Context: an optimization exercise on an open-source flow, tuned for small area. The choices shown serve that exercise and are no tape-out recipe.
In this exercise RTL edits were held to simulation tests only and were not proved equivalent to the original.
Power figures rest on the tool's default switching activity, not on a simulated workload.

**design/flow/flow/run.sh**
```bash
#!/bin/bash
# The standard layout, with clock tree synthesis told not to add dummy
# loads, built from clkbuf_4 with small sink clusters.
set -euo pipefail
export CTS_ARGS="-sink_clustering_enable -repair_clock_nets -dont_use_dummy_load -buf_list sky130_fd_sc_hd__clkbuf_4 -sink_clustering_size 10 -sink_clustering_max_diameter 40"
bash standard.sh > standard.log 2>&1
```
**design/flow/config.mk**
```make
export PLATFORM = sky130hd
export DESIGN_NAME = row_pwm
export DESIGN_NICKNAME = row_pwm
export VERILOG_FILES = /design/flow/design.v
export SDC_FILE = /design/flow/constraint.sdc
export NUM_CORES = 4
export LEC_CHECK = 0
export CAP_MARGIN = 10
export CORE_MARGIN = 2
export CORE_UTILIZATION = 60
export PLACE_DENSITY = 0.7
export SLEW_MARGIN = 10
```
**design/flow/design.v**
```verilog
module row_pwm (
    input  wire        clk,
    input  wire        rst,
    input  wire        tick,         
    input  wire        row_a,        
    input  wire [16:0] cfg_period,   
    input  wire        gstart,       
    input  wire        wr_duty,
    input  wire        wr_phase,
    input  wire [2:0]  wr_ch,
    input  wire [16:0] wr_data,      
    output reg  [7:0]  out,
    output reg  [16:0] cnt,
    output reg         wrap
);
    function [17:0] add17;           
        input [16:0] a, b;
        input        ci;
        integer k;
        reg c;
        begin
            c = ci;
            for (k = 0; k < 17; k = k + 1) begin
                add17[k] = a[k] ^ b[k] ^ c;
                c = (a[k] & b[k]) | (a[k] & c) | (b[k] & c);
            end
            add17[17] = c;
        end
    endfunction
    function [16:0] inc17;           
        input [16:0] a;
        integer k;
        reg c;
        begin
            c = 1'b1;
            for (k = 0; k < 17; k = k + 1) begin
                inc17[k] = a[k] ^ c;
                c = a[k] & c;
            end
        end
    endfunction
    function [16:0] dec17;           
        input [16:0] a;
        integer k;
        reg b;
        begin
            b = 1'b1;
            for (k = 0; k < 17; k = k + 1) begin
                dec17[k] = a[k] ^ b;
                b = ~a[k] & b;
            end
        end
    endfunction
    function lt17;                   
        input [16:0] a, b;
        integer k;
        reg c;
        begin
            c = 1'b0;
            for (k = 0; k < 17; k = k + 1)
                c = (~a[k] & b[k]) | (~(a[k] ^ b[k]) & c);
            lt17 = c;
        end
    endfunction
    reg  [16:0] per;
    wire [16:0] pmin    = row_a ? 17'd2500 : 17'd500;
    wire [16:0] cfg_cl  = lt17(cfg_period, pmin) ? pmin :
                          lt17(17'd100000, cfg_period) ? 17'd100000 : cfg_period;
    wire [16:0] cnt_inc = inc17(cnt);
    wire        at_end  = (cnt_inc == per);
    wire        do_wrap = gstart || (tick && at_end);
    wire [16:0] per_nx  = do_wrap ? cfg_cl : per;
    reg  [8:0]  gap;
    reg  [7:0]  frac;
    reg  [7:0]  m;
    wire        gap1    = (gap == 9'd1);
    wire        hit     = tick && !do_wrap && gap1;
    wire [17:0] fsum    = add17({9'd0, frac}, {9'd0, per[7:0]}, 1'b0);
    wire [17:0] gnext   = add17({8'd0, per[16:8]}, 17'd0, fsum[8]);
    wire [16:0] gdec    = dec17({8'd0, gap});
    wire [16:0] minc    = inc17({9'd0, m});
    always @(posedge clk) begin
        if (do_wrap) begin
            m    <= 8'd1;
            gap  <= per_nx[16:8];
            frac <= per_nx[7:0];
        end else if (tick) begin
            if (gap1) begin
                m    <= minc[7:0];
                gap  <= gnext[8:0];
                frac <= fsum[7:0];
            end else begin
                gap  <= gdec[8:0];
            end
        end
    end
    always @(posedge clk) begin
        if (rst) begin
            cnt  <= 17'd0;
            per  <= 17'd5000;
            wrap <= 1'b0;
        end else begin
            cnt  <= do_wrap ? 17'd0 : (tick ? cnt_inc : cnt);
            per  <= per_nx;
            wrap <= do_wrap;
        end
    end
    reg  [16:0] duty_w  [0:7];
    reg  [7:0]  phase_w [0:7];
    reg  [16:0] duty_a  [0:7];
    reg  [7:0]  phase_a [0:7];
    reg  [16:0] rem     [0:7];   
    reg  [16:0] mq      [0:7];   
    reg  [16:0] mp      [0:7];   
    reg         ra      [0:7];   
    reg         hc      [0:7];   
    integer i;
    reg  [16:0] dn, tminv, kend;
    reg         st, q, step, fin, lo, hi;
    reg  [17:0] sum;
    always @(posedge clk) begin
        begin
            for (i = 0; i < 8; i = i + 1) begin
                if (do_wrap) begin
                    duty_a[i]  <= duty_w[i];
                    phase_a[i] <= phase_w[i];
                end
                dn    = do_wrap ? duty_w[i] : duty_a[i];
                st    = do_wrap ? (phase_w[i] == 8'd0) : (hit && phase_a[i] == m);
                q     = mq[i][0];
                step  = (mq[i][16:1] != 16'd0);
                fin   = (mq[i] == 17'd1);
                sum   = add17(rem[i], step ? (q ? mp[i] : 17'd0) :
                                      fin ? ~mp[i] : 17'h1ffff, 1'b0);
                tminv = ra[i] ? 17'd100 : 17'd20;
                lo    = (rem[i][16:7] == 10'd0) && (rem[i][6:0] < tminv[6:0]);
                hi    = (sum[16:7] == 10'h3ff) && (~sum[6:0] < tminv[6:0]);
                kend  = hc[i] ? (ra[i] ? 17'd118 : 17'd38) : 17'd18;
                if (dn == 17'd0) begin
                    rem[i] <= 17'd18;
                    hc[i]  <= 1'b0;
                    mq[i]  <= 17'd0;
                    out[i] <= 1'b0;
                end else if (dn[16]) begin
                    rem[i] <= 17'd18;
                    hc[i]  <= 1'b0;
                    mq[i]  <= 17'd0;
                    out[i] <= 1'b1;
                end else if (st) begin
                    rem[i] <= 17'd0;
                    mq[i]  <= {1'b1, dn[15:0]};
                    mp[i]  <= per_nx;
                    ra[i]  <= row_a;
                    out[i] <= 1'b1;
                end else if (tick) begin
                    if (step) begin
                        rem[i] <= sum[17:1];
                        mq[i]  <= mq[i] >> 1;
                    end else if (fin) begin
                        hc[i] <= hi && !lo;
                        if (lo)
                            rem[i] <= tminv;
                        else if (hi)
                            rem[i] <= mp[i];
                        mq[i] <= 17'd0;
                    end else if (rem[i] != kend) begin
                        rem[i] <= sum[16:0];
                    end else begin
                        out[i] <= 1'b0;
                    end
                end
            end
            if (wr_duty)
                duty_w[wr_ch] <= wr_data;
            if (wr_phase)
                phase_w[wr_ch] <= wr_data[7:0];
        end
        if (rst) begin
            out <= 8'd0;
            for (i = 0; i < 8; i = i + 1) begin
                duty_w[i]  <= 17'd0;
                duty_a[i]  <= 17'd0;
                phase_w[i] <= 8'd32 * i[7:0];
            end
        end
    end
endmodule
```
**design/flow/constraint.sdc**
```tcl
create_clock -name core_clock -period 20.0 [get_ports {clk}]
set_input_delay 4.0000 -clock core_clock [delete_from_list [all_inputs] [get_ports {clk}]]
set_output_delay 4.0000 -clock core_clock [all_outputs]
set_load 0.01 [all_outputs]
```
**design/flow/standard.sh**
```bash
#!/bin/bash
# synth_recipe.tcl (not shown) runs the flow's synth.tcl, then flattens the netlist and writes it again
# the make line also repeats each setting of config.mk as NAME=value (left out here)
make -C /OpenROAD-flow-scripts/flow DESIGN_CONFIG=/design/flow/config.mk WORK_HOME=/design/flow/orfs CLKGATE_MAP_FILE= SYNTH_SCRIPT=/design/flow/synth_recipe.tcl "${@:-finish}"
```
==> impl_metrics.env, run 1 <==
export IMPL_final_net_count=4922
export IMPL_syn_cell_area_um2=44100
export IMPL_synth_cell_types=74
export IMPL_p_per_area_nw_per_um2=101
export IMPL_max_cap_violations=0
export IMPL_die_area_um2=75700
export IMPL_ys_ff_latch=892
export IMPL_cp_end_kind="flip-flop"
export IMPL_rsz0062_at_grt="false"
export IMPL_fin_crit_ns=10.55
export IMPL_fmax_mhz=94.8
export IMPL_dpl_cell_count=5461
export IMPL_ctsHtreeMaxLevel=4
export IMPL_critPathTopFamily="adder cells"
export IMPL_async_flop_share_pct=0
export IMPL_path_clk_slew_ns=0.10
export IMPL_drtAntennaViolNets=0
export IMPL_gp_congestion=0.889
export IMPL_ctsHoldBuffers=0
export IMPL_final_common_cell="nand2_1"
export IMPL_worstMarginPinSlew_ns=1.30
export IMPL_p_int_uw=2990
export IMPL_max_vdd_ir_drop_v=0.000127
export IMPL_cp_start_kind="flip-flop"
export IMPL_route_detailed_wl_per_inst_um=20.9
export IMPL_finalCritPeriodShare_pct=52.8
export IMPL_drive_above_1_share_pct=6.87
export IMPL_instances_no_fill=5611
export IMPL_sw_frac_of_total_pct=36.3
export IMPL_grt_use_total_pct=31.1
export IMPL_status="no timing/DRC/antenna violations"
export IMPL_fillerInstances=6150
export IMPL_num_rows=99
export IMPL_vias=34500
export IMPL_critPathRequiredTime_ns=20.89
export IMPL_clock_sinks=892
export IMPL_final_cell_mix="nand2_1, dfxtp_1, nor2_1"
export IMPL_fp_coreArea_um2=72800
export IMPL_port_buffers=69
export IMPL_cpMaxStageDelayCell="and2_1"
export IMPL_detail_route_first_pass_iterations=7
export IMPL_ys_warnings_count=8
export IMPL_synthFlopType="dfxtp_1"
export IMPL_cts_repair_resize_count=0
export IMPL_die_w_um=275
export IMPL_hold_viol_final=0
export IMPL_setup_violations=0
export IMPL_clock_latency_ns=1.06
export IMPL_ioPinCount=70
export IMPL_worstHoldPathType="flip-flop to flip-flop"
export IMPL_cp_slowest_stage_delay_ns=0.87
export IMPL_syn2layout_area_growth_pct=5.72
export IMPL_p_leak_uw=0.0168
export IMPL_start_util_pct=60.6
export IMPL_cts_tree="done"
export IMPL_clock_root_buffer="clkbuf_4"
export IMPL_hpwl_um=77200
export IMPL_vias_per_cell=6.15
export IMPL_cts_setup_buffers=0
export IMPL_path_class="flip-flop to flip-flop"
export IMPL_finClkSkew_ns=0.114
export IMPL_synth_nets=4944
export IMPL_seq_area_frac_synth_pct=45.6
export IMPL_grt_max_degree=141
export IMPL_antenna_found_initial=7
export IMPL_drtIter0Drc=3209
export IMPL_p_sw_uw=1700
export IMPL_pwr_share_seq_pct=42.9
export IMPL_cts_buffers=142
export IMPL_arrival_ns=11.44
export IMPL_synth_edf_count=225
export IMPL_relSlewSlack_pct=12.5
export IMPL_cp_common_cell="fa_1"
export IMPL_drc=0
export IMPL_critPathMaxFanout=20
export IMPL_wl_um=118000
export IMPL_path_buf_inv=6
export IMPL_die_y_um=275
export IMPL_whs_ns=0.421
export IMPL_cts_path_max_buffers=3
export IMPL_final_util_pct=64.0
export IMPL_p_comb_share_pct=37.3
export IMPL_overflow=0
export IMPL_grt_pass1_vias=32600
export IMPL_grt_pass1_wl_um=184000
export IMPL_syn_area_per_cell_um2=9.45
export IMPL_synthCells=4668
export IMPL_slew_viol_final=0
export IMPL_p_clk_share_pct=19.8
export IMPL_tns_ns=0
==> Yosys cell counts (all sizes together), types with 31 or more instances <==
cell    count  area share [%]
o21ai     102             1.2
nor3       57            0.68
a211o      31            0.62
a21oi     356             4.1
mux2i     230             5.2
clkbuf    243             2.1
dfxtp     667              30
nor4      156             2.2
nor2      367             3.1
xor2       56             1.1
xnor2     168             3.3
o22ai      36            0.51
buf        84            0.92
inv       171             1.5
nand3      42            0.48
ha         97             2.8
a211oi    171             2.9
nand2     769             6.5
nor2b      50            0.71
edfxtp    225              15
nand4      43            0.61
a221oi     98             1.9
fa        135             6.1
==> power groups by stage <==
stage	Clock [uW]	Sequential (uW)	Combinational, uW
2_1_floorplan	0	2030	1330
3_3_place_gp	0	2050	1710
3_5_place_dp	0	2050	1740
4_1_cts	948	2010	1750
5_1_grt	1020	2030	1950
6_report	927	2010	1750
==> flip-flops by register name (all words and copies together) (netlist names), 9 cells and up <==
| register | count |
|---|---|
| mq | 136 |
| phase_a | 64 |
| mp | 136 |
| cnt | 17 |
| per | 17 |
| gap | 9 |
| duty_w | 136 |
| phase_w | 64 |
| duty_a | 136 |
| rem | 136 |
==> cell families (layout without fill, tap and decap cells) <==
kind of cell,count (synthesis),after routing,share of synthesized area (%)
muxes,251,251,5.76
xor gates and xnor gates,224,224,4.45
and+or+nand+nor,1599,1599,16.3
other,0,8,0
DFF,892,892,45.6
adders and majority gates,232,232,8.88
buffers and inverters,500,476,4.49
AOI/OAI and AO/OA,970,970,14.6
==> final timing paths <==
path	start	to	slack [ns]	depth (start not counted)
worst max-delay path	mq[0][4]	rem[0][1]	9.45	32
worst min-delay path	phase_w[3][3]	phase_a[3][3]	0.42	0
worst max register to register	mq[0][4]	rem[0][1]	9.45	32
worst min register to register	phase_w[3][3]	phase_a[3][3]	0.42	0
==> through the flow <==
step	cell area, um2	power (uW)	setup slack (ns)
after global routing	46600	4990	8.87
after floorplan	44100	3360	9.96
after global placement	45500	3760	9.77
after CTS	46600	4710	9.48
final	46600	4690	9.45
after detailed placement	45500	3790	9.51
==> routing by layer <==
layer | GRT usage, % | vias up | wire (um)
met1 | 43.9 | 16700 | 52600
met4 | 10.2 | 4 | 3430
li1 | - | 16500 | -
met3 | 5.08 | 237 | 8250
met2 | 49.1 | 1112 | 53200
met5 | 0 | - | 24
==> layout make-up <==
cell class                 count  area (um2)  share of cell area, %
timing repair buffer         161        1400                   2.99
multi-input combinational   3276       22200                   47.6
inverter                     173         652                   1.40
clock buffer                 142        1070                   2.29
sequential                   892       20100                   43.1
tap                          959        1200                   2.57
antenna                        8        20.0                 0.0429
==> run 2: changes to the inputs <==
--- a/design/flow/config.mk
+++ b/design/flow/config.mk
@@ -7,6 +7,6 @@
 export LEC_CHECK = 0
 export CAP_MARGIN = 10
 export CORE_MARGIN = 2
-export CORE_UTILIZATION = 60
-export PLACE_DENSITY = 0.7
+export CORE_UTILIZATION = 70
+export PLACE_DENSITY = 0.8
 export SLEW_MARGIN = 10
==> run 2 against run 1 <==
Compared with the run above:
- still clean on timing, DRC and antenna
- non-clock buffer count shrank 15
- die area shrank 14%
- synthesized cell count is the same
- area after synthesis is the same
- worst hold slack gained 0.025 ns
- global-route usage grew 4.1 points
- final area shrank 0.63%
- via count grew 1.3%
- critical endpoint is now rem[2][8]
- largest cell class unchanged
==> impl_metrics.env, run 2 <==
export IMPL_critPathRequiredTime_ns=20.85
export IMPL_dpl_cell_count=5332
export IMPL_grt_pass1_wl_um=178000
export IMPL_p_per_area_nw_per_um2=101
export IMPL_synthFlopType="dfxtp_1"
export IMPL_status="no timing/DRC/antenna violations"
export IMPL_tns_ns=0
export IMPL_instances_no_fill=5486
export IMPL_hpwl_um=75100
export IMPL_ys_ff_latch=892
export IMPL_finalCritPeriodShare_pct=53.1
export IMPL_dp_slack_ns=9.38
export IMPL_rr_startpoint="mq[2][11]"
export IMPL_yosysMostFrequentCell="nand2_1"
export IMPL_synth_cell_types=74
export IMPL_max_cap_violations=0
export IMPL_grt_pass1_vias=32400
export IMPL_wl_um=114000
export IMPL_min_to="phase_a[2][7]"
export IMPL_arrival_ns=11.47
export IMPL_seq_area_frac_synth_pct=45.6
export IMPL_cts_setup_buffers=0
export IMPL_gp_congestion=0.904
export IMPL_synth_nets=4944
export IMPL_ys_warnings_count=8
export IMPL_synth_largest_area_cell="dfxtp_1"
export IMPL_syn_area_per_cell_um2=9.45
export IMPL_syn2layout_area_growth_pct=5.06
export IMPL_worstHoldPathType="flip-flop to flip-flop"
export IMPL_cp_end_kind="flip-flop"
export IMPL_route_detailed_wl_per_inst_um=20.8
export IMPL_p_leak_uw=0.0167
export IMPL_die_area_um2=65000
export IMPL_drc=0
export IMPL_drive_above_1_share_pct=6.24
export IMPL_synthCells=4668
export IMPL_cts_repair_resize_count=0
export IMPL_port_buffers=69
export IMPL_cts_path_max_buffers=3
export IMPL_cts_tree="done"
export IMPL_antenna_found_initial=12
export IMPL_vias_per_cell=6.37
export IMPL_drtIter0Drc=3659
export IMPL_ctsHoldBuffers=0
export IMPL_ioPinCount=70
export IMPL_async_flop_share_pct=0
export IMPL_relSlewSlack_pct=15.6
export IMPL_cpMaxStageDelayCell="nor3_2"
export IMPL_clock_latency_ns=1.05
export IMPL_whs_ns=0.446
export IMPL_final_cell_mix="nand2_1, dfxtp_1, nor2_1"
export IMPL_worst_slack_ns=9.37
export IMPL_path_clk_slew_ns=0.10
export IMPL_die_w_um=255
export IMPL_synth_edf_count=225
export IMPL_grt_max_degree=212
export IMPL_die_y_um=255
export IMPL_cp_start_kind="flip-flop"
export IMPL_clock_sinks=892
export IMPL_drtAntennaViolNets=0
export IMPL_num_rows=92
export IMPL_fmax_mhz=94.1
export IMPL_final_area_um2=46300
export IMPL_clock_root_buffer="clkbuf_4"
export IMPL_critPathMaxFanout=23
export IMPL_final_net_count=4895
export IMPL_rsz0062_at_grt="false"
export IMPL_hold_viol_final=0
export IMPL_rrSetupSlack_ns=9.37
export IMPL_min_from="phase_w[2][7]"
export IMPL_fin_crit_ns=10.63
export IMPL_r2r_cells=34
export IMPL_start_util_pct=70.3
export IMPL_yosysTopAreaCellShare_pct=30.3
export IMPL_syn_cell_area_um2=44100
export IMPL_slew_viol_final=0
export IMPL_path_class="flip-flop to flip-flop"
export IMPL_final_common_cell="nand2_1"
export IMPL_min_path_cells=0
export IMPL_timing_rr_end="rem[2][8]"
export IMPL_synth_area_leaders="dfxtp_1, edfxtp_1, nand2_1, fa_1, mux2i_1"
export IMPL_overflow=0
export IMPL_vias=35000
export IMPL_finClkSkew_ns=0.0971
export IMPL_ys_top_cells_by_count="nand2_1, dfxtp_1, nor2_1"
export IMPL_worstMarginPinSlew_ns=1.26
export IMPL_dpl_cell_area_um2=45300
export IMPL_max_vdd_ir_drop_v=0.0000684
export IMPL_grt_use_total_pct=35.2
export IMPL_setup_violations=0
export IMPL_cp_slowest_stage_delay_ns=0.70
export IMPL_fp_coreArea_um2=62700
export IMPL_ctsHtreeMaxLevel=4
export IMPL_detail_route_first_pass_iterations=6
export IMPL_cts_buffers=130
export IMPL_cp_common_cell="fa_1"
## run 2: kinds of logic (layout without fill, tap and decap cells)
logic type | Yosys count | count (layout) | synth area share [%]
AO/OA/AOI/OAI | 970 | 970 | 14.6
buffers and inverters | 500 | 449 | 4.49
AND/OR/NAND/NOR | 1599 | 1599 | 16.3
XOR/XNOR | 224 | 224 | 4.45
other | 0 | 23 | 0
adder cells (fa/ha/maj) | 232 | 232 | 8.88
multiplexers | 251 | 251 | 5.76
flip-flops | 892 | 892 | 45.6
## run 2: metrics by stage
| stage | power (uW) | utilization, % |
|---|---|---|
| after floorplan | 3360 | - |
| after global placement | 3740 | 72.2 |
| after detailed placement | 3790 | 72.2 |
| after CTS | 4660 | 73.7 |
| after global routing | 4950 | 73.8 |
| final | 4670 | 73.9 |
## run 2: critical path: cells and delay by family (launching register included)
family / cells / cell delay (ns)
adder cells (fa/ha/maj): 17 / 6.52
AND/OR/NAND/NOR: 7 / 2.10
buffers and inverters: 7 / 1.03
flip-flops: 1 / 0.33
multiplexers: 1 / 0.22
AO/OA/AOI/OAI: 1 / 0.15
XOR/XNOR: 1 / 0.13
## run 2: layout make-up
cell class                 count  area, um2
antenna                       23       57.6
clock buffer                 130        976
fill                        4688      16400
inverter                     173        652
multi-input combinational   3276      22200
sequential                   892      20100
tap                          846       1060
timing repair buffer         146       1310
## run 2: worst max path at each step
stage	startpoint	to	slack, ns	cells past startpoint
finish	mq[2][11]	rem[2][8]	9.37	34
global route	mq[2][8]	rem[2][10]	8.68	34
CTS	mq[2][11]	rem[2][8]	9.39	34
detailed placement	mq[2][11]	rem[2][8]	9.38	34
global placement	mq[2][3]	rem[2][9]	9.70	34
floorplan	mq[2][11]	rem[2][12]	9.96	35
## run 2: report_power, final
group / total, uW / switching [uW] / internal, uW
Clock: 887 / 588 / 299
Sequential: 2010 / 81.6 / 1930
Combinational: 1770 / 1030 / 738
Total: 4670 / 1700 / 2970
## run 2: layer usage
layer | wire [um] | GRT usage (%)
met1 | 48600 | 50.1
met5 | 49 | 0
met4 | 3870 | 13.2
met3 | 10600 | 6.97
met2 | 51000 | 53.5
==> run 3: changes to the inputs <==
==> design/flow/flow/run.sh (replaced) <==
#!/bin/bash
# The standard layout, with clock tree synthesis told not to add dummy
# loads, built from clkbuf_4 with small sink clusters, and the port
# buffers made with buf_1.
set -euo pipefail
export CTS_ARGS="-sink_clustering_enable -repair_clock_nets -dont_use_dummy_load -buf_list sky130_fd_sc_hd__clkbuf_4 -sink_clustering_size 10 -sink_clustering_max_diameter 40"
export BUFFER_PORTS_ARGS="-buffer_cell sky130_fd_sc_hd__buf_1"
bash standard.sh > standard.log 2>&1
==> run 3 against run 2 <==
Compared with the run above:
- area after synthesis is the same
- clock-buffer cell count grew 2
- final cell count is essentially flat
- largest power group unchanged
- highest routed layer unchanged
==> impl_metrics.env, run 3 <==
export IMPL_finalCritPeriodShare_pct=53.3
export IMPL_grt_use_total_pct=35.2
export IMPL_path_class="flip-flop to flip-flop"
export IMPL_seq_area_frac_synth_pct=45.6
export IMPL_vias=34900
export IMPL_final_net_count=4910
export IMPL_hold_viol_final=0
export IMPL_yosysTopAreaCellShare_pct=30.3
export IMPL_rrSetupSlack_ns=9.33
export IMPL_die_y_um=255
export IMPL_fin_crit_ns=10.67
export IMPL_route_detailed_wl_per_inst_um=20.8
export IMPL_rr_startpoint="mq[2][11]"
export IMPL_path_clk_slew_ns=0.10
export IMPL_drc=0
export IMPL_grt_max_degree=239
export IMPL_synth_cell_types=74
export IMPL_ctsHoldBuffers=0
export IMPL_cp_end_kind="flip-flop"
export IMPL_cpMaxStageDelayCell="nor3_2"
export IMPL_detail_route_first_pass_iterations=6
export IMPL_port_buffers=69
export IMPL_tns_ns=0
export IMPL_cts_path_max_buffers=3
export IMPL_power_uw=4670
export IMPL_synth_nets=4944
export IMPL_cp_start_kind="flip-flop"
export IMPL_drtIter0Drc=3745
export IMPL_fmax_mhz=93.8
export IMPL_finClkSkew_ns=0.110
export IMPL_wl_um=114000
export IMPL_num_rows=92
export IMPL_ioPinCount=70
export IMPL_ys_ff_latch=892
export IMPL_r2r_cells=34
export IMPL_gp_congestion=0.898
export IMPL_cts_setup_buffers=0
export IMPL_synth_area_leaders="dfxtp_1, edfxtp_1, nand2_1, fa_1, mux2i_1"
export IMPL_setup_violations=0
export IMPL_syn_cell_area_um2=44100
export IMPL_drtAntennaViolNets=0
export IMPL_synthFlopType="dfxtp_1"
export IMPL_cts_repair_resize_count=0
export IMPL_cp_slowest_stage_delay_ns=0.68
export IMPL_ys_top_cells_by_count="nand2_1, dfxtp_1, nor2_1"
export IMPL_p_leak_uw=0.0165
export IMPL_final_cell_mix="nand2_1, dfxtp_1, nor2_1"
export IMPL_final_common_cell="nand2_1"
export IMPL_critPathRequiredTime_ns=20.80
export IMPL_min_path_cells=0
export IMPL_whs_ns=0.446
export IMPL_p_per_area_nw_per_um2=102
export IMPL_max_vdd_ir_drop_v=0.0000655
export IMPL_critPathMaxFanout=23
export IMPL_syn2layout_area_growth_pct=4.23
export IMPL_drive_above_1_share_pct=6.58
export IMPL_clock_sinks=892
export IMPL_clock_root_buffer="clkbuf_4"
export IMPL_worstMarginPinSlew_ns=1.32
export IMPL_arrival_ns=11.47
export IMPL_fillerInstances=4691
export IMPL_die_area_um2=65000
export IMPL_yosysMostFrequentCell="nand2_1"
export IMPL_ctsHtreeMaxLevel=4
export IMPL_antenna_found_initial=8
export IMPL_cts_tree="done"
export IMPL_overflow=0
export IMPL_timing_rr_end="rem[2][12]"
export IMPL_status="no timing/DRC/antenna violations"
export IMPL_min_to="phase_a[2][4]"
export IMPL_fp_coreArea_um2=62700
export IMPL_syn_area_per_cell_um2=9.45
export IMPL_start_util_pct=70.3
export IMPL_worstHoldPathType="flip-flop to flip-flop"
export IMPL_hpwl_um=74900
export IMPL_slew_viol_final=0
export IMPL_relSlewSlack_pct=12.3
export IMPL_clock_latency_ns=1.02
export IMPL_async_flop_share_pct=0
export IMPL_rsz0062_at_grt="false"
export IMPL_ys_warnings_count=8
export IMPL_path_buf_inv=7
export IMPL_grt_pass1_wl_um=178000
export IMPL_vias_per_cell=6.37
export IMPL_grt_pass1_vias=32700
export IMPL_max_cap_violations=0
export IMPL_cts_buffers=132
export IMPL_critPathTopFamily="adder cells"
export IMPL_min_from="phase_w[2][4]"
export IMPL_die_w_um=255
export IMPL_synth_edf_count=225
export IMPL_synth_largest_area_cell="dfxtp_1"
export IMPL_synthCells=4668
export IMPL_final_area_um2=46000
export IMPL_cp_common_cell="fa_1"
export IMPL_dpl_cell_area_um2=44900
-- run 3: cell counts after synthesis --
Identical to the previous run, type by type.
-- run 3: final cells by class --
type / instances / area (um2) / area share (%)
multi-input combinational: 3276 / 22200 / 48.3
sequential: 892 / 20100 / 43.7
tap: 846 / 1060 / 2.30
clock buffer: 132 / 991 / 2.16
timing repair buffer: 159 / 955 / 2.08
inverter: 173 / 652 / 1.42
antenna: 10 / 25.0 / 0.0544
-- run 3: how the worst max path moves through the flow --
stage / slack [ns] / endpoint / cells past startpoint / startpoint
after CTS: 9.34 / rem[2][12] / 34 / mq[2][11]
after detailed placement: 9.41 / rem[2][14] / 34 / mq[2][3]
final: 9.33 / rem[2][12] / 34 / mq[2][11]
after global placement: 9.70 / rem[2][11] / 34 / mq[2][3]
after global routing: 8.67 / rem[2][12] / 34 / mq[2][11]
after floorplan: 9.96 / rem[2][12] / 35 / mq[2][11]
-- run 3: report_power, final --
part / internal, uW / switching, uW
combinational: 731 / 1040
sequential: 1930 / 80.8
clock: 303 / 589
-- run 3: stage by stage --
step | std cells | util (%) | worst slack (ns)
floorplan | 4668 | - | 9.96
global placement | 5344 | 71.6 | 9.70
detailed placement | 5344 | 71.6 | 9.41
CTS | 5476 | 73.2 | 9.34
global route | 5481 | 73.3 | 8.67
finish | 5488 | 73.3 | 9.33
-- run 3: cells by family (layout without fill, tap and decap cells) --
kind of cell / Yosys count / count (layout) / share of synthesized area, %
and+or+nand+nor: 1599 / 1599 / 16.3
buffers and inverters: 500 / 464 / 4.49
DFF: 892 / 892 / 45.6
muxes: 251 / 251 / 5.76
other: 0 / 10 / 0
xor gates and xnor gates: 224 / 224 / 4.45
adders and majority gates: 232 / 232 / 8.88
AOI/OAI and AO/OA: 970 / 970 / 14.6
-- run 3: metal layers --
metal	up-vias	GRT usage [%]	wire (um)
met2	1545	52.2	49900
met4	8	16.5	5020
li1	16400	-	-
met3	269	8.55	11900
met5	-	0	56
met1	16700	48.9	47100
==> run 4: changes to the inputs <==
--- a/design/flow/config.mk
+++ b/design/flow/config.mk
@@ -7,6 +7,6 @@
 export LEC_CHECK = 0
 export CAP_MARGIN = 10
 export CORE_MARGIN = 2
-export CORE_UTILIZATION = 70
-export PLACE_DENSITY = 0.8
+export CORE_UTILIZATION = 60
+export PLACE_DENSITY = 0.7
 export SLEW_MARGIN = 10
==> run 4 against run 3 <==
Compared with the run above:
- total power rose by 0.17%
- via count down 1.5%
- register-to-register slack better by 0.28 ns
- worst hold slack better by 0.0060 ns
- final area up 0.41%
- die area grew 16%
- setup slack better by 0.28 ns
- flip-flop and latch count is the same
- clock power up 2%
- still clean
- fmax increased by 2.7%
==> impl_metrics.env, run 4 <==
export IMPL_status="no timing/DRC/antenna violations"
export IMPL_yosysMostFrequentCell="nand2_1"
export IMPL_grt_pass1_wl_um=183000
export IMPL_ctsHtreeMaxLevel=4
export IMPL_max_cap_violations=0
export IMPL_drive_above_1_share_pct=6.77
export IMPL_start_util_pct=60.6
export IMPL_cpMaxStageDelayCell="and2_1"
export IMPL_async_flop_share_pct=0
export IMPL_drtIter0Drc=3157
export IMPL_final_util_pct=63.4
export IMPL_final_cell_mix="nand2_1, dfxtp_1, nor2_1"
export IMPL_path_clk_slew_ns=0.10
export IMPL_wl_um=117000
export IMPL_port_buffers=69
export IMPL_p_per_area_nw_per_um2=101
export IMPL_syn_area_per_cell_um2=9.45
export IMPL_ioPinCount=70
export IMPL_grt_max_degree=109
export IMPL_grt_use_total_pct=30.9
export IMPL_worstHoldPathType="flip-flop to flip-flop"
export IMPL_synth_largest_area_cell="dfxtp_1"
export IMPL_relSlewSlack_pct=12.1
export IMPL_clock_sinks=892
export IMPL_drtAntennaViolNets=0
export IMPL_clock_root_buffer="clkbuf_4"
export IMPL_clock_latency_ns=1.05
export IMPL_die_y_um=275
export IMPL_yosysTopAreaCellShare_pct=30.3
export IMPL_critPathMaxFanout=20
export IMPL_synthFlopType="dfxtp_1"
export IMPL_cts_repair_resize_count=0
export IMPL_path_class="flip-flop to flip-flop"
export IMPL_cp_end_kind="flip-flop"
export IMPL_finalCritPeriodShare_pct=51.9
export IMPL_final_net_count=4917
export IMPL_fillerInstances=6259
export IMPL_arrival_ns=11.24
export IMPL_finClkSkew_ns=0.0979
export IMPL_fin_crit_ns=10.38
export IMPL_cts_path_max_buffers=3
export IMPL_cts_buffers=137
export IMPL_cts_tree="done"
export IMPL_setup_violations=0
export IMPL_max_vdd_ir_drop_v=0.0000923
export IMPL_die_w_um=275
export IMPL_route_detailed_wl_per_inst_um=20.9
export IMPL_synthCells=4668
export IMPL_synth_area_leaders="dfxtp_1, edfxtp_1, nand2_1, fa_1, mux2i_1"
export IMPL_ys_warnings_count=8
export IMPL_ys_top_cells_by_count="nand2_1, dfxtp_1, nor2_1"
export IMPL_ctsHoldBuffers=0
export IMPL_cp_common_cell="fa_1"
export IMPL_fp_coreArea_um2=72800
export IMPL_cts_setup_buffers=0
export IMPL_overflow=0
export IMPL_syn_cell_area_um2=44100
export IMPL_tns_ns=0
export IMPL_final_common_cell="nand2_1"
export IMPL_worstMarginPinSlew_ns=1.32
export IMPL_cp_slowest_stage_delay_ns=0.84
export IMPL_antenna_found_initial=5
export IMPL_vias_per_cell=6.14
export IMPL_critPathRequiredTime_ns=20.86
export IMPL_hold_viol_final=0
export IMPL_synth_cell_types=74
export IMPL_hpwl_um=77400
export IMPL_syn2layout_area_growth_pct=4.67
export IMPL_gp_congestion=0.891
export IMPL_detail_route_first_pass_iterations=5
export IMPL_synth_edf_count=225
export IMPL_ys_ff_latch=892
export IMPL_seq_area_frac_synth_pct=45.6
export IMPL_num_rows=99
export IMPL_vias=34400
export IMPL_die_area_um2=75700
export IMPL_slew_viol_final=0
export IMPL_cp_start_kind="flip-flop"
export IMPL_fmax_mhz=96.3
export IMPL_drc=0
export IMPL_synth_nets=4944
export IMPL_grt_pass1_vias=32500
export IMPL_p_leak_uw=0.0166
export IMPL_rsz0062_at_grt="false"
## run 4: worst paths after layout
path	startpoint	endpoint	slack (ns)	cells past startpoint
setup / recovery	mq[0][13]	rem[0][1]	9.62	32
setup reg to reg	mq[0][13]	rem[0][1]	9.62	32
hold reg to reg	phase_w[1][4]	phase_a[1][4]	0.45	0
hold / removal	phase_w[1][4]	phase_a[1][4]	0.45	0
## run 4: cell type report
cell class / count / area, um2 / area share [%]
Clock buffer: 137 / 1030 / 2.23
Sequential cell: 892 / 20100 / 43.6
Timing Repair Buffer: 161 / 971 / 2.10
Inverter: 173 / 652 / 1.41
Antenna cell: 7 / 17.5 / 0.0379
Tap cell: 959 / 1200 / 2.60
Multi-Input combinational cell: 3276 / 22200 / 48.1
## run 4: cells by family (layout without fill, tap and decap cells)
kind of cell	after synthesis	in the layout	synth area share, %
buffers and inverters	500	471	4.49
DFF	892	892	45.6
muxes	251	251	5.76
xor gates and xnor gates	224	224	4.45
AOI/OAI and AO/OA	970	970	14.6
and+or+nand+nor	1599	1599	16.3
other	0	7	0
adders and majority gates	232	232	8.88
## run 4: through the flow
step	worst slack (ns)	area (um2)	cells	power (uW)	hold slack [ns]
CTS	9.56	46100	5597	4690	0.439
floorplan	9.96	44100	4668	3360	0.421
global route	8.98	46200	5602	4990	0.460
detailed placement	9.62	45100	5460	3790	0.436
global placement	9.74	45100	5460	3760	0.436
finish	9.62	46200	5605	4680	0.452
## run 4: critical path: cells and delay by family (launching register included)
| kind | cells | cell delay, ns |
|---|---|---|
| buffers and inverters | 6 | 0.64 |
| XOR/XNOR | 1 | 0.12 |
| AO/OA/AOI/OAI | 3 | 0.62 |
| AND/OR/NAND/NOR | 4 | 1.78 |
| multiplexers | 1 | 0.27 |
| adder cells (fa/ha/maj) | 17 | 6.41 |
| flip-flops | 1 | 0.34 |
## run 4: metal layers
metal  track usage (%)  part of all wire (%)  vias to the layer above  wire [um]
met1              43.8                    45                    16600      52300
met5                 0                     0                        -          0
met4              11.9                   3.4                        0       3960
met3              4.69                   7.1                      220       8370
met2              48.0                    45                     1128      52700
li1                  -                     -                    16500          -
## run 4: power breakdown
part	internal (uW)	switching [uW]	total (uW)
logic	729	1030	1760
clock network	314	595	909
registers	1930	81.2	2010

[port drivers added, routing unchanged]
In the flow no input, the clock included, has a driving cell. The finished layouts below were timed again as built, in two steps. Step 1, drivers: a clkbuf_16 drives clk and a buf_2 each remaining input, both assumed. Step 2 adds t to the input delays and takes it off the output delays; t is the mean of the earliest and latest rising clock arrival at the registers after step 1. Input paths then give back, and output paths get back, about the clock's delay inside the block. Slacks: ideal / step 1 / step 2; pairs: ideal / step 1.
run | t (ns) | slack for setup (ns) | worst hold slack (ns) | worst register clock-pin slew, ns | worst slew at a driven data input, ns
run 1 | 1.074 | 9.448 / 9.448 / 9.448 | 0.421 / 0.421 / 0.421 | 0.11 / 0.11 | 0.06
run 2 | 1.067 | 9.374 / 9.374 / 9.374 | 0.446 / 0.446 / 0.446 | 0.11 / 0.11 | 0.05
run 3 | 1.031 | 9.334 / 9.334 / 9.334 | 0.446 / 0.446 / 0.446 | 0.11 / 0.11 | 0.04
run 4 | 1.067 | 9.616 / 9.616 / 9.616 | 0.452 / 0.452 / 0.452 | 0.11 / 0.11 | 0.07
After both steps setup and hold are still met in every run listed.
